This design comes from an exercise in tuning for small area, a short achievable clock period and few clock cycles per item on the open sky130 flow, not from production work.
In this exercise RTL edits were held to simulation tests only and were not proved equivalent to the original.

==> inputs of v16 <==
Design dz16_rs_dec, start of the top module:
module dz16_rs_dec (
    input             clk,
    input             rst,         
    input             in_valid,
    output            in_ready,
    input      [63:0] in_data,
    output            out_valid,
    input             out_ready,
    output     [63:0] out_data,
    output            out_last,
    output     [1:0]  out_status   
);
Settings: LEC_CHECK=0, CAP_MARGIN=20, CORE_MARGIN=2, CORE_UTILIZATION=40, SLEW_MARGIN=20; clock period 10.0 ns.
run.sh (not shown) runs the stock make flow with config.mk's settings and CLKGATE_MAP_FILE= SYNTH_SCRIPT=/design/flow/synth_recipe.tcl, a recipe that flattens the netlist after the stock synthesis.
==> v37: changes against v16 <==
--- a/flow/design.v
+++ b/flow/design.v
@@ -125,10 +125,15 @@
             if (a[5]) to_poly = to_poly ^ 8'h16;
             if (a[6]) to_poly = to_poly ^ 8'h02;
             if (a[7]) to_poly = to_poly ^ 8'h2d;
         end
     endfunction
+    function [7:0] lanes(input [7:0] z);
+        integer j;
+        for (j = 0; j < 8; j = j + 1)
+            lanes[j] = (z == (8'h80 >> j));
+    endfunction
     function [7:0] zstep(input [7:0] z);
         zstep = gf_mul(z, 8'h1d);
     endfunction
     function [7:0] cinv(input [7:0] a);
         reg [3:0] d, di;
@@ -140,24 +145,26 @@
     endfunction
     reg  [3:0]   in_beat;
     reg  [63:0]  synd;
     reg  [63:0]  ring   [0:NROW-1];
     reg          rvalid [0:NROW-1];
-    reg  [2:0]   rbeat  [0:NROW-1];
-    reg  [1:0]   rcw    [0:NROW-1];
-    reg  [1:0]   in_cw, out_cw;
+    reg  [3:0]   hdiff;
+    reg  [3:0]   used;
     reg          sv;           
     reg          a_valid;      
     reg          a2_valid;     
     reg          b_valid;      
     reg          cur_valid;    
     reg  [2:0]   out_beat;
-    wire tap_hit   = rvalid[NROW-1] & (rbeat[NROW-1] == out_beat) & (rcw[NROW-1] == out_cw);
-    wire offer     = cur_valid & tap_hit;
+    wire at_head   = (hdiff == 4'd0);
+    wire offer     = cur_valid & at_head & rvalid[NROW-1];
+    wire adv       = at_head & (pop | ~rvalid[NROW-1]);
+    wire free_tap  = at_head ? (~rvalid[NROW-1] | pop)
+                             : (~rvalid[NROW-1] & ({1'b0, NROW[3:0]} - {1'b0, hdiff} >= {1'b0, used}));
     wire pop       = offer & out_ready;
     wire is_check  = (in_beat == 4'd8);
-    assign in_ready = is_check ? ~b_valid : (~rvalid[NROW-1] | pop);
+    assign in_ready = is_check ? (~b_valid & (~rvalid[NROW-1] | pop)) : free_tap;
     wire take      = in_valid & in_ready;
     wire push      = take & ~is_check;
     wire [63:0] sm = (in_beat == 4'd0) ? 64'd0 : synd;
     wire [63:0] synd_next;
     wire sy_t0 = in_data[61] ^ in_data[62];
@@ -479,137 +486,137 @@
     assign synd_next[59] = in_data[20] ^ sy_t4 ^ sy_t63 ^ sy_t66 ^ sy_t78 ^ sy_t112 ^ sy_t132 ^ sy_t142 ^ sy_t172 ^ sy_t191 ^ sy_t208;
     assign synd_next[60] = in_data[12] ^ in_data[40] ^ sm[56] ^ sm[62] ^ sy_t18 ^ sy_t33 ^ sy_t74 ^ sy_t75 ^ sy_t154 ^ sy_t171 ^ sy_t231 ^ sy_t254;
     assign synd_next[61] = in_data[49] ^ sm[57] ^ sm[60] ^ sm[62] ^ sy_t39 ^ sy_t49 ^ sy_t58 ^ sy_t76 ^ sy_t87 ^ sy_t89 ^ sy_t112 ^ sy_t127 ^ sy_t144 ^ sy_t222;
     assign synd_next[62] = sm[61] ^ sy_t11 ^ sy_t63 ^ sy_t68 ^ sy_t88 ^ sy_t151 ^ sy_t171 ^ sy_t205 ^ sy_t207 ^ sy_t248;
     assign synd_next[63] = in_data[8] ^ in_data[25] ^ in_data[61] ^ sy_t28 ^ sy_t32 ^ sy_t56 ^ sy_t89 ^ sy_t103 ^ sy_t132 ^ sy_t163 ^ sy_t175;
+    reg  [7:0]  rb_sig1, rb_w0, rb_s1rho, rb_s0;
+    reg         rb_ok1, rb_ok2, rb_case2, rb_clean, rb_poison;
     wire [7:0] s0 = synd[7:0],   s1 = synd[15:8],  s2 = synd[23:16], s3 = synd[31:24];
-    wire [7:0] a_det = cm(s0, s2) ^ csq(s1);
+    wire [7:0] sh_p1 = cm(sv ? s0 : rb_sig1, sv ? s2 : rb_w0);
+    wire [7:0] sh_p2 = cm(sv ? s1 : rb_s0,   sv ? s3 : rb_w0 ^ 8'h01);
+    wire [7:0] a_det = sh_p1 ^ csq(s1);
     wire [7:0] a_A   = cm(s0, s3) ^ cm(s1, s2);
-    wire [7:0] a_B   = cm(s1, s3) ^ csq(s2);
+    wire [7:0] a_B   = sh_p2 ^ csq(s2);
     wire       a_case2 = (a_det != 8'd0);
     wire [7:0] a_U   = a_case2 ? a_det : s0;
     wire [7:0] a_V   = a_case2 ? a_A : s1;
     wire [7:0] a_W   = a_case2 ? a_B : 8'd0;
-    reg  [63:0] hs;
+    wire [63:0] hs = ring[2];
     reg  [7:0]  r1_U, r1_V, r1_W;
     reg         r1_clean, r1_poison, r1_case2, r1_Anz, r1_S0nz;
-    reg  [7:0]  ra_U, ra_V, ra_W, ra_invU, ra_invV;
-    reg         ra_clean, ra_poison, ra_case2, ra_Anz, ra_S0nz;
+    reg  [7:0]  ra_invU, ra_invV;
     wire [7:0] b_s0 = hs[7:0],   b_s1 = hs[15:8],  b_s2 = hs[23:16], b_s3 = hs[31:24];
     wire [7:0] b_s4 = hs[39:32], b_s5 = hs[47:40], b_s6 = hs[55:48], b_s7 = hs[63:56];
-    wire [7:0] sig1 = cm(ra_V, ra_invU);
-    wire [7:0] sig2 = cm(ra_W, ra_invU);
-    wire [7:0] rho  = cm(ra_U, ra_invV);
+    wire [7:0] sig1 = cm(r1_V, ra_invU);
+    wire [7:0] sig2 = cm(r1_W, ra_invU);
+    wire [7:0] rho  = cm(r1_U, ra_invV);
     wire [7:0] e2 = b_s4 ^ cm(sig1, b_s3) ^ cm(sig2, b_s2);
     wire [7:0] e3 = b_s5 ^ cm(sig1, b_s4) ^ cm(sig2, b_s3);
     wire [7:0] e4 = b_s6 ^ cm(sig1, b_s5) ^ cm(sig2, b_s4);
     wire [7:0] e5 = b_s7 ^ cm(sig1, b_s6) ^ cm(sig2, b_s5);
     wire       ver_ok = ({e2, e3, e4, e5} == 32'd0);
     wire [7:0] qc   = cm(sig2, csq(rho));
     wire       qtr  = ^(qc & 8'h80);
-    reg  [7:0]  rb_sig1, rb_w0, rb_s1rho, rb_s0;
-    reg         rb_ok1, rb_ok2, rb_case2, rb_clean, rb_poison;
-    wire [7:0] x1   = rb_case2 ? cm(rb_sig1, rb_w0) : rb_sig1;
+    wire [7:0] x1   = rb_case2 ? sh_p1 : rb_sig1;
     wire [7:0] x2   = x1 ^ rb_sig1;
-    wire [7:0] y1   = rb_case2 ? (rb_s1rho ^ cm(rb_s0, rb_w0 ^ 8'h01)) : rb_s0;
+    wire [7:0] y1   = rb_case2 ? (rb_s1rho ^ sh_p2) : rb_s0;
     wire [7:0] y2   = y1 ^ rb_s0;
     wire       ok1  = rb_ok1 & cmember(x1);
     wire       ok2  = rb_ok2 & cmember(x1) & cmember(x2);
     wire [1:0] c_next_status = rb_clean ? ST_CLEAN : rb_poison ? ST_POISON
                              : (ok1 | ok2) ? ST_CORR : ST_UNCORR;
     reg  [1:0] c_status;
     reg  [7:0] c_z1, c_z2, c_y1, c_y2;
+    reg  [7:0] c_m1, c_m2;      
     wire       load_cur = b_valid & (~cur_valid | (pop & (out_beat == 3'd7)));
     assign out_valid  = offer;
     assign out_last   = (out_beat == 3'd7);
     assign out_status = c_status;
     reg [63:0] odata;
     integer oj;
     always @* begin
         odata = ring[NROW-1];
         for (oj = 0; oj < 8; oj = oj + 1) begin
-            if (c_z1 == (8'h80 >> oj)) odata[8*oj +: 8] = odata[8*oj +: 8] ^ c_y1;
-            if (c_z2 == (8'h80 >> oj)) odata[8*oj +: 8] = odata[8*oj +: 8] ^ c_y2;
+            if (c_m1[oj]) odata[8*oj +: 8] = odata[8*oj +: 8] ^ c_y1;
+            if (c_m2[oj]) odata[8*oj +: 8] = odata[8*oj +: 8] ^ c_y2;
         end
         if (c_status[1])
             odata = 64'd0;
     end
     assign out_data = odata;
     integer ri;
     always @(posedge clk) begin
         ring[0]  <= push ? in_data : ring[NROW-1];
-        rbeat[0] <= push ? in_beat[2:0] : rbeat[NROW-1];
-        rcw[0]   <= push ? in_cw : rcw[NROW-1];
+        ring[1]  <= sv ? synd : ring[0];
         for (ri = 1; ri < NROW; ri = ri + 1) begin
-            ring[ri]   <= ring[ri-1];
-            rbeat[ri]  <= rbeat[ri-1];
-            rcw[ri]    <= rcw[ri-1];
+            if (ri > 1)
+                ring[ri] <= ring[ri-1];
             rvalid[ri] <= rvalid[ri-1];
         end
         rvalid[0] <= push | (rvalid[NROW-1] & ~pop);
         if (take)
             synd <= synd_next;
-        if (sv)
-            hs <= synd;
-        r1_U      <= a_U;
-        r1_V      <= a_V;
-        r1_W      <= a_W;
-        r1_clean  <= (synd == 64'd0);
-        r1_poison <= (synd == POISON_S);
-        r1_case2  <= a_case2;
-        r1_Anz    <= (a_A != 8'd0);
-        r1_S0nz   <= (s0 != 8'd0);
-        ra_U      <= r1_U;
-        ra_V      <= r1_V;
-        ra_W      <= r1_W;
+        if (sv) begin
+            r1_U      <= a_U;
+            r1_V      <= a_V;
+            r1_W      <= a_W;
+            r1_clean  <= (synd == 64'd0);
+            r1_poison <= (synd == POISON_S);
+            r1_case2  <= a_case2;
+            r1_Anz    <= (a_A != 8'd0);
+            r1_S0nz   <= (s0 != 8'd0);
+        end
         ra_invU   <= cinv(r1_U);
         ra_invV   <= cinv(r1_V);
-        ra_clean  <= r1_clean;
-        ra_poison <= r1_poison;
-        ra_case2  <= r1_case2;
-        ra_Anz    <= r1_Anz;
-        ra_S0nz   <= r1_S0nz;
         if (a2_valid) begin
             rb_sig1   <= sig1;
             rb_w0     <= cqsolve(qc);
             rb_s1rho  <= cm(b_s1, rho);
             rb_s0     <= b_s0;
-            rb_ok1    <= ~ra_case2 & ra_S0nz & ~ra_Anz & ver_ok;
-            rb_ok2    <= ra_case2 & ra_Anz & ~qtr & ver_ok;
-            rb_case2  <= ra_case2;
-            rb_clean  <= ra_clean;
-            rb_poison <= ra_poison;
+            rb_ok1    <= ~r1_case2 & r1_S0nz & ~r1_Anz & ver_ok;
+            rb_ok2    <= r1_case2 & r1_Anz & ~qtr & ver_ok;
+            rb_case2  <= r1_case2;
+            rb_clean  <= r1_clean;
+            rb_poison <= r1_poison;
         end
         if (load_cur) begin
             c_status <= c_next_status;
             c_z1     <= to_z(x1);
             c_z2     <= rb_case2 ? to_z(x2) : 8'd0;
+            c_m1     <= lanes(to_z(x1));
+            c_m2     <= rb_case2 ? lanes(to_z(x2)) : 8'd0;
             c_y1     <= to_poly(y1);
             c_y2     <= rb_case2 ? to_poly(y2) : 8'd0;
         end else if (pop) begin
             c_z1     <= zstep(c_z1);
             c_z2     <= zstep(c_z2);
+            c_m1     <= lanes(zstep(c_z1));
+            c_m2     <= lanes(zstep(c_z2));
         end
         if (rst) begin
             in_beat   <= 4'd0;
             for (ri = 0; ri < NROW; ri = ri + 1)
                 rvalid[ri] <= 1'b0;
-            in_cw     <= 2'd0;
-            out_cw    <= 2'd0;
+            hdiff     <= 4'd0;
+            used      <= 4'd0;
             sv        <= 1'b0;
             a_valid   <= 1'b0;
             a2_valid  <= 1'b0;
             b_valid   <= 1'b0;
             cur_valid <= 1'b0;
             out_beat  <= 3'd0;
         end else begin
             if (take)
                 in_beat <= is_check ? 4'd0 : in_beat + 4'd1;
-            if (take & is_check)
-                in_cw <= in_cw + 2'd1;
-            if (pop & (out_beat == 3'd7))
-                out_cw <= out_cw + 2'd1;
+            if (at_head)
+                hdiff <= (rvalid[NROW-1] & ~pop) ? NROW - 1 : 4'd0;
+            else
+                hdiff <= hdiff - 4'd1;
+            if (push)
+                used <= at_head ? NROW : NROW - hdiff + 4'd1;
+            else if (adv && used != 4'd0)
+                used <= used - 4'd1;
             sv      <= take & is_check;
             a_valid  <= sv;
             a2_valid <= a_valid;
             if (a2_valid)
                 b_valid <= 1'b1;
- CTS_BUF_LIST: unset -> sky130_fd_sc_hd__clkbuf_8
- SETUP_SLACK_MARGIN: unset -> 5
==> v10: changes against v16 <==
--- a/flow/design.v
+++ b/flow/design.v
@@ -125,10 +125,15 @@
             if (a[5]) to_poly = to_poly ^ 8'h16;
             if (a[6]) to_poly = to_poly ^ 8'h02;
             if (a[7]) to_poly = to_poly ^ 8'h2d;
         end
     endfunction
+    function [7:0] lanes(input [7:0] z);
+        integer j;
+        for (j = 0; j < 8; j = j + 1)
+            lanes[j] = (z == (8'h80 >> j));
+    endfunction
     function [7:0] zstep(input [7:0] z);
         zstep = gf_mul(z, 8'h1d);
     endfunction
     function [7:0] cinv(input [7:0] a);
         reg [3:0] d, di;
@@ -140,24 +145,26 @@
     endfunction
     reg  [3:0]   in_beat;
     reg  [63:0]  synd;
     reg  [63:0]  ring   [0:NROW-1];
     reg          rvalid [0:NROW-1];
-    reg  [2:0]   rbeat  [0:NROW-1];
-    reg  [1:0]   rcw    [0:NROW-1];
-    reg  [1:0]   in_cw, out_cw;
+    reg  [3:0]   hdiff;
+    reg  [3:0]   used;
     reg          sv;           
     reg          a_valid;      
     reg          a2_valid;     
     reg          b_valid;      
     reg          cur_valid;    
     reg  [2:0]   out_beat;
-    wire tap_hit   = rvalid[NROW-1] & (rbeat[NROW-1] == out_beat) & (rcw[NROW-1] == out_cw);
-    wire offer     = cur_valid & tap_hit;
+    wire at_head   = (hdiff == 4'd0);
+    wire offer     = cur_valid & at_head & rvalid[NROW-1];
+    wire adv       = at_head & (pop | ~rvalid[NROW-1]);
+    wire free_tap  = at_head ? (~rvalid[NROW-1] | pop)
+                             : (~rvalid[NROW-1] & ({1'b0, NROW[3:0]} - {1'b0, hdiff} >= {1'b0, used}));
     wire pop       = offer & out_ready;
     wire is_check  = (in_beat == 4'd8);
-    assign in_ready = is_check ? ~b_valid : (~rvalid[NROW-1] | pop);
+    assign in_ready = is_check ? (~b_valid & (~rvalid[NROW-1] | pop)) : free_tap;
     wire take      = in_valid & in_ready;
     wire push      = take & ~is_check;
     wire [63:0] sm = (in_beat == 4'd0) ? 64'd0 : synd;
     wire [63:0] synd_next;
     wire sy_t0 = in_data[61] ^ in_data[62];
@@ -487,20 +494,19 @@
     wire [7:0] a_B   = cm(s1, s3) ^ csq(s2);
     wire       a_case2 = (a_det != 8'd0);
     wire [7:0] a_U   = a_case2 ? a_det : s0;
     wire [7:0] a_V   = a_case2 ? a_A : s1;
     wire [7:0] a_W   = a_case2 ? a_B : 8'd0;
-    reg  [63:0] hs;
+    wire [63:0] hs = ring[2];
     reg  [7:0]  r1_U, r1_V, r1_W;
     reg         r1_clean, r1_poison, r1_case2, r1_Anz, r1_S0nz;
-    reg  [7:0]  ra_U, ra_V, ra_W, ra_invU, ra_invV;
-    reg         ra_clean, ra_poison, ra_case2, ra_Anz, ra_S0nz;
+    reg  [7:0]  ra_invU, ra_invV;
     wire [7:0] b_s0 = hs[7:0],   b_s1 = hs[15:8],  b_s2 = hs[23:16], b_s3 = hs[31:24];
     wire [7:0] b_s4 = hs[39:32], b_s5 = hs[47:40], b_s6 = hs[55:48], b_s7 = hs[63:56];
-    wire [7:0] sig1 = cm(ra_V, ra_invU);
-    wire [7:0] sig2 = cm(ra_W, ra_invU);
-    wire [7:0] rho  = cm(ra_U, ra_invV);
+    wire [7:0] sig1 = cm(r1_V, ra_invU);
+    wire [7:0] sig2 = cm(r1_W, ra_invU);
+    wire [7:0] rho  = cm(r1_U, ra_invV);
     wire [7:0] e2 = b_s4 ^ cm(sig1, b_s3) ^ cm(sig2, b_s2);
     wire [7:0] e3 = b_s5 ^ cm(sig1, b_s4) ^ cm(sig2, b_s3);
     wire [7:0] e4 = b_s6 ^ cm(sig1, b_s5) ^ cm(sig2, b_s4);
     wire [7:0] e5 = b_s7 ^ cm(sig1, b_s6) ^ cm(sig2, b_s5);
     wire       ver_ok = ({e2, e3, e4, e5} == 32'd0);
@@ -516,100 +522,99 @@
     wire       ok2  = rb_ok2 & cmember(x1) & cmember(x2);
     wire [1:0] c_next_status = rb_clean ? ST_CLEAN : rb_poison ? ST_POISON
                              : (ok1 | ok2) ? ST_CORR : ST_UNCORR;
     reg  [1:0] c_status;
     reg  [7:0] c_z1, c_z2, c_y1, c_y2;
+    reg  [7:0] c_m1, c_m2;      
     wire       load_cur = b_valid & (~cur_valid | (pop & (out_beat == 3'd7)));
     assign out_valid  = offer;
     assign out_last   = (out_beat == 3'd7);
     assign out_status = c_status;
     reg [63:0] odata;
     integer oj;
     always @* begin
         odata = ring[NROW-1];
         for (oj = 0; oj < 8; oj = oj + 1) begin
-            if (c_z1 == (8'h80 >> oj)) odata[8*oj +: 8] = odata[8*oj +: 8] ^ c_y1;
-            if (c_z2 == (8'h80 >> oj)) odata[8*oj +: 8] = odata[8*oj +: 8] ^ c_y2;
+            if (c_m1[oj]) odata[8*oj +: 8] = odata[8*oj +: 8] ^ c_y1;
+            if (c_m2[oj]) odata[8*oj +: 8] = odata[8*oj +: 8] ^ c_y2;
         end
         if (c_status[1])
             odata = 64'd0;
     end
     assign out_data = odata;
     integer ri;
     always @(posedge clk) begin
         ring[0]  <= push ? in_data : ring[NROW-1];
-        rbeat[0] <= push ? in_beat[2:0] : rbeat[NROW-1];
-        rcw[0]   <= push ? in_cw : rcw[NROW-1];
+        ring[1]  <= sv ? synd : ring[0];
         for (ri = 1; ri < NROW; ri = ri + 1) begin
-            ring[ri]   <= ring[ri-1];
-            rbeat[ri]  <= rbeat[ri-1];
-            rcw[ri]    <= rcw[ri-1];
+            if (ri > 1)
+                ring[ri] <= ring[ri-1];
             rvalid[ri] <= rvalid[ri-1];
         end
         rvalid[0] <= push | (rvalid[NROW-1] & ~pop);
         if (take)
             synd <= synd_next;
-        if (sv)
-            hs <= synd;
-        r1_U      <= a_U;
-        r1_V      <= a_V;
-        r1_W      <= a_W;
-        r1_clean  <= (synd == 64'd0);
-        r1_poison <= (synd == POISON_S);
-        r1_case2  <= a_case2;
-        r1_Anz    <= (a_A != 8'd0);
-        r1_S0nz   <= (s0 != 8'd0);
-        ra_U      <= r1_U;
-        ra_V      <= r1_V;
-        ra_W      <= r1_W;
+        if (sv) begin
+            r1_U      <= a_U;
+            r1_V      <= a_V;
+            r1_W      <= a_W;
+            r1_clean  <= (synd == 64'd0);
+            r1_poison <= (synd == POISON_S);
+            r1_case2  <= a_case2;
+            r1_Anz    <= (a_A != 8'd0);
+            r1_S0nz   <= (s0 != 8'd0);
+        end
         ra_invU   <= cinv(r1_U);
         ra_invV   <= cinv(r1_V);
-        ra_clean  <= r1_clean;
-        ra_poison <= r1_poison;
-        ra_case2  <= r1_case2;
-        ra_Anz    <= r1_Anz;
-        ra_S0nz   <= r1_S0nz;
         if (a2_valid) begin
             rb_sig1   <= sig1;
             rb_w0     <= cqsolve(qc);
             rb_s1rho  <= cm(b_s1, rho);
             rb_s0     <= b_s0;
-            rb_ok1    <= ~ra_case2 & ra_S0nz & ~ra_Anz & ver_ok;
-            rb_ok2    <= ra_case2 & ra_Anz & ~qtr & ver_ok;
-            rb_case2  <= ra_case2;
-            rb_clean  <= ra_clean;
-            rb_poison <= ra_poison;
+            rb_ok1    <= ~r1_case2 & r1_S0nz & ~r1_Anz & ver_ok;
+            rb_ok2    <= r1_case2 & r1_Anz & ~qtr & ver_ok;
+            rb_case2  <= r1_case2;
+            rb_clean  <= r1_clean;
+            rb_poison <= r1_poison;
         end
         if (load_cur) begin
             c_status <= c_next_status;
             c_z1     <= to_z(x1);
             c_z2     <= rb_case2 ? to_z(x2) : 8'd0;
+            c_m1     <= lanes(to_z(x1));
+            c_m2     <= rb_case2 ? lanes(to_z(x2)) : 8'd0;
             c_y1     <= to_poly(y1);
             c_y2     <= rb_case2 ? to_poly(y2) : 8'd0;
         end else if (pop) begin
             c_z1     <= zstep(c_z1);
             c_z2     <= zstep(c_z2);
+            c_m1     <= lanes(zstep(c_z1));
+            c_m2     <= lanes(zstep(c_z2));
         end
         if (rst) begin
             in_beat   <= 4'd0;
             for (ri = 0; ri < NROW; ri = ri + 1)
                 rvalid[ri] <= 1'b0;
-            in_cw     <= 2'd0;
-            out_cw    <= 2'd0;
+            hdiff     <= 4'd0;
+            used      <= 4'd0;
             sv        <= 1'b0;
             a_valid   <= 1'b0;
             a2_valid  <= 1'b0;
             b_valid   <= 1'b0;
             cur_valid <= 1'b0;
             out_beat  <= 3'd0;
         end else begin
             if (take)
                 in_beat <= is_check ? 4'd0 : in_beat + 4'd1;
-            if (take & is_check)
-                in_cw <= in_cw + 2'd1;
-            if (pop & (out_beat == 3'd7))
-                out_cw <= out_cw + 2'd1;
+            if (at_head)
+                hdiff <= (rvalid[NROW-1] & ~pop) ? NROW - 1 : 4'd0;
+            else
+                hdiff <= hdiff - 4'd1;
+            if (push)
+                used <= at_head ? NROW : NROW - hdiff + 4'd1;
+            else if (adv && used != 4'd0)
+                used <= used - 4'd1;
             sv      <= take & is_check;
             a_valid  <= sv;
             a2_valid <= a_valid;
             if (a2_valid)
                 b_valid <= 1'b1;
- SETUP_SLACK_MARGIN: unset -> 5
==> comparison <==
The highest register-to-register slack belongs to v10, the lowest to v16. Against v37, the routed wire length of v16 is smaller by 14%. Critical path depth, highest first: v10, v16, v37. In v37 the flip-flop and latch count is lower than in v16, by 138.
Testbench counts of v16, summed over its fixed seeds: cycles 17,376, items 1,920.
Testbench counts of v37, summed over its fixed seeds: cycles 17,376, items 1,920.
Testbench counts of v10, summed over its fixed seeds: cycles 17,376, items 1,920.

-- re-timing with driven ports --
The flow's constraints put no driver on any port. The routed layouts listed below were extracted and timed again, unchanged, in two steps. Step 1 assumes that a clkbuf_16 drives the clock port and a buf_2 every other input. Step 2, shift: input delay + t, output delay - t, t = (earliest + latest rising clock arrival at the registers) / 2. This alone moves slack from input paths to output paths. Slacks: no drivers / after step 1 / after step 2; pairs: no drivers / after step 1.
run | shift t [ns] | slack for setup (ns) | hold slack, ns | slew at the worst register clock pin (ns) | pins driven straight from the clock port
v16 | 0.795 | 4.133 / 4.055 / 3.747 | 0.275 / 0.275 / 0.275 | 0.08 / 0.08 | 1
v37 | 0.942 | 5.043 / 4.976 / 4.218 | 0.261 / 0.261 / 0.261 | 0.10 / 0.10 | 1
v10 | 0.768 | 5.013 / 5.067 / 4.298 | 0.268 / 0.268 / 0.268 | 0.07 / 0.07 | 1
After both steps every run listed still meets setup and hold. The setup slack of v37, which loses most, moves by -0.067 ns with the drivers and by -0.825 ns with both steps.
